Source: an optimization exercise on an open RTL-to-GDS flow (aim: small area, a short achievable clock period and few clock cycles per item). Production flows keep margins and buffers that such runs may drop. In this exercise RTL edits were held to simulation tests only and were not proved equivalent to the original.

Setup of rev 12:
// marver_judge
module marver_judge (
    input  wire         clk,
    input  wire         rst,
    input  wire         start,
    output wire         ready,
    output reg          done,
    output reg  [4:0]   rule_addr,
    input  wire [127:0] rule_data,
    input  wire [2:0]   src,
    input  wire [47:0]  tend,
    input  wire [47:0]  last_tend,
    input  wire [16:0]  idur,
    input  wire [15:0]  cap_ofs,
    input  wire         clock_suspect,
    input  wire [2:0]   reg_count,
    input  wire [239:0] reg_v,
    input  wire [239:0] last_reg,
    input  wire [11:0]  rkind,
    input  wire [23:0]  roll,
    input  wire [17:0]  vexp,
    input  wire [5:0]   vmap,
    input  wire [1:0]   phase,
    input  wire         vf_valid,
    input  wire [31:0]  vf,
    output wire [7:0]   outcome,
    output wire [7:0]   detail,
    output reg  [31:0]  fail_mask,
    output reg  [5:0]   skip_count,
    output wire [2:0]   qual,
    output wire [5:0]   spike_mask,
    output wire [5:0]   roll_mask,
    output wire [6:0]   fill_count,
    output wire         fill_refused
);
For scale: roughly 7200 cells after synthesis, about 370 flip-flops, ~930 I/O pins.
make LEC_CHECK=0 CAP_MARGIN=40 CORE_MARGIN=2 CORE_UTILIZATION=40 CTS_CLUSTER_DIAMETER=60 CTS_CLUSTER_SIZE=20 SLEW_MARGIN=40 finish   # period 20.0 ns
run.sh (not shown) runs the stock make flow with config.mk's settings and CLKGATE_MAP_FILE= SYNTH_SCRIPT=/design/flow/synth_recipe.tcl, a recipe that flattens the netlist after the stock synthesis.
Testbench counts of rev 12, summed over its fixed seeds: cycles 76,380, items 1,920.
> inputs changed (rev 12 -> rev 13)
==> flow/flow/run.sh (new file) <==
#!/bin/bash
# Standard layout (the standard.sh, unchanged synthesis and steps); the
# port buffers are the library's smallest buffer instead of the delay cell
# buffer_ports picks by itself.
set -e
export BUFFER_PORTS_ARGS="-buffer_cell sky130_fd_sc_hd__buf_1"
bash standard.sh > standard.log 2>&1
==> flow/standard.sh (new file) <==
#!/bin/bash
# synth_recipe.tcl (not shown) runs the flow's synth.tcl, then flattens the netlist and writes it again
# the make line also repeats each setting of config.mk as NAME=value (left out here)
make -C /OpenROAD-flow-scripts/flow DESIGN_CONFIG=/design/flow/config.mk WORK_HOME=/design/flow/orfs CLKGATE_MAP_FILE= SYNTH_SCRIPT=/design/flow/synth_recipe.tcl "${@:-finish}"
removed: flow/run.sh
[summary]
Setup WNS rev 12 -> rev 13: worse. Of rev 12 and rev 13, rev 12 shows the lower clock-cell share of area, with rev 13 above it. Summary: with rev 12 as the reference, number of cells in the design after placement in rev 13 moved up slightly.

Another version of the RTL of marver_judge (not shown whole).
Size: about 6600 cells after synthesis, ~380 flip-flops, roughly 930 I/O pins, roughly 58000 um^2 of cells after synthesis.
clock: 20.0 ns
lec_check: 0
cap_margin: 0
core_margin: 2
core_utilization: 40
cts_cluster_diameter: 60
cts_cluster_size: 20
slew_margin: 0
standard.sh (not shown) runs the stock make flow with config.mk's settings and CLKGATE_MAP_FILE= SYNTH_SCRIPT=/design/flow/synth_recipe.tcl, a recipe that flattens the netlist after the stock synthesis.
==> flow/flow/run.sh <==
#!/bin/bash
# Standard layout (the standard.sh, unchanged synthesis and steps); the
# port buffers are the library's smallest buffer instead of the delay cell
# buffer_ports picks by itself.
set -e
export BUFFER_PORTS_ARGS="-buffer_cell sky130_fd_sc_hd__buf_1"
bash standard.sh > standard.log 2>&1
The starting point completed with no timing, DRC or antenna violations.
Testbench counts at the start, summed over its fixed seeds: cycles 73,791, items 1,920.
Edit:
- CAP_MARGIN: 0 -> 40
- SLEW_MARGIN: 0 -> 40
Setup slack is better by 0.046 ns; area after synthesis does not change; flip-flop and latch count is unchanged; hold slack barely changes; final area increases slightly; global-route usage barely changes; via count hardly moves.

try-zinc:
marver_judge, a different RTL version from the one above (not shown whole).
Size in the first run: ~6400 cells after synthesis, ~350 flip-flops.
clock: 20.0 ns
lec_check: 0
cap_margin: 40
core_margin: 2
core_utilization: 40
cts_cluster_diameter: 60
cts_cluster_size: 20
slew_margin: 40
run.sh (not shown) runs the stock make flow with config.mk's settings and CLKGATE_MAP_FILE= SYNTH_SCRIPT=/design/flow/synth_recipe.tcl, a recipe that flattens the netlist after the stock synthesis.
Stock flow here: none of the scripts above is used.
Testbench counts of try-zinc, summed over its fixed seeds: cycles 73,791, items 1,920.
Inputs modified between try-zinc and try-lagoon:
==> flow/flow/run.sh (new file) <==
#!/bin/bash
# Standard layout (the standard.sh, unchanged synthesis and steps); the
# port buffers are the library's smallest buffer instead of the delay cell
# buffer_ports picks by itself.
set -e
export BUFFER_PORTS_ARGS="-buffer_cell sky130_fd_sc_hd__buf_1"
bash standard.sh > standard.log 2>&1
==> flow/standard.sh (new file) <==
#!/bin/bash
# synth_recipe.tcl (not shown) runs the flow's synth.tcl, then flattens the netlist and writes it again
# the make line also repeats each setting of config.mk as NAME=value (left out here)
make -C /OpenROAD-flow-scripts/flow DESIGN_CONFIG=/design/flow/config.mk WORK_HOME=/design/flow/orfs CLKGATE_MAP_FILE= SYNTH_SCRIPT=/design/flow/synth_recipe.tcl "${@:-finish}"
-- flow/config.mk --
<<< try-zinc, line 9
export CORE_MARGIN = 2
export CORE_UTILIZATION = 40
export CTS_CLUSTER_DIAMETER = 60
>>> try-lagoon, line 9
export CORE_MARGIN = 2
export CORE_UTILIZATION = 55
export CTS_CLUSTER_DIAMETER = 60
removed: flow/run.sh
## What came out
try-lagoon and try-zinc ended up with roughly the same number of nets in the finished design.
try-lagoon: done, clean on timing, DRC and antenna
Changes observed in try-lagoon relative to try-zinc: shortest clock period the worst path allows after layout fell by 160 ps.
Changes in try-willow relative to try-lagoon:
-- flow/config.mk --
<<< try-lagoon, line 9
export CORE_MARGIN = 2
export CORE_UTILIZATION = 55
export CTS_CLUSTER_DIAMETER = 60
>>> try-willow, line 9
export CORE_MARGIN = 2
export CORE_UTILIZATION = 40
export CTS_CLUSTER_DIAMETER = 60
### Flow results
Going from try-lagoon to try-willow, x dimension of the die grows by 55 um.
Worst clock skew for try-willow: 12 ps down relative to try-lagoon
| routed wire length | try-lagoon vs try-willow | ≈ equal |
try-willow: global-route usage over all layers 13 points below try-lagoon
Worst hold margin, try-willow and try-lagoon, lower one = try-lagoon.

port drivers added, routing unchanged:
In the flow no input, the clock included, has a driving cell. The finished layouts below were timed again as built, in two steps. Step 1 assumes that a clkbuf_16 drives the clock port and a buf_2 every other input. Step 2 moves the port delays by t, midway between the first and last clock arrival at a register: inputs arrive t later, outputs are due t later. That takes back most of the time a late clock gives input paths. a / b / c = no drivers / after step 1 / after step 2; a / b = the first two.
run	t (ns)	slack for setup (ns)	worst setup path after step 2
rev 12	0.706	7.799 / 7.649 / 6.943	input to register
rev 13	0.702	7.658 / 7.530 / 6.828	input to register
the first run of note 2	0.677	8.568 / 8.608 / 7.930	input to register
the second run of note 2	0.695	8.614 / 8.655 / 7.960	input to register
try-zinc	0.703	8.445 / 8.484 / 7.782	input to register
try-lagoon	0.721	8.602 / 8.626 / 7.906	input to register
try-willow	0.695	8.664 / 8.615 / 7.920	input to register
After both steps setup and hold are still met in every run listed. For rev 12, which loses most, drivers alone change the setup slack by -0.150 ns; drivers and shift together by -0.856 ns.
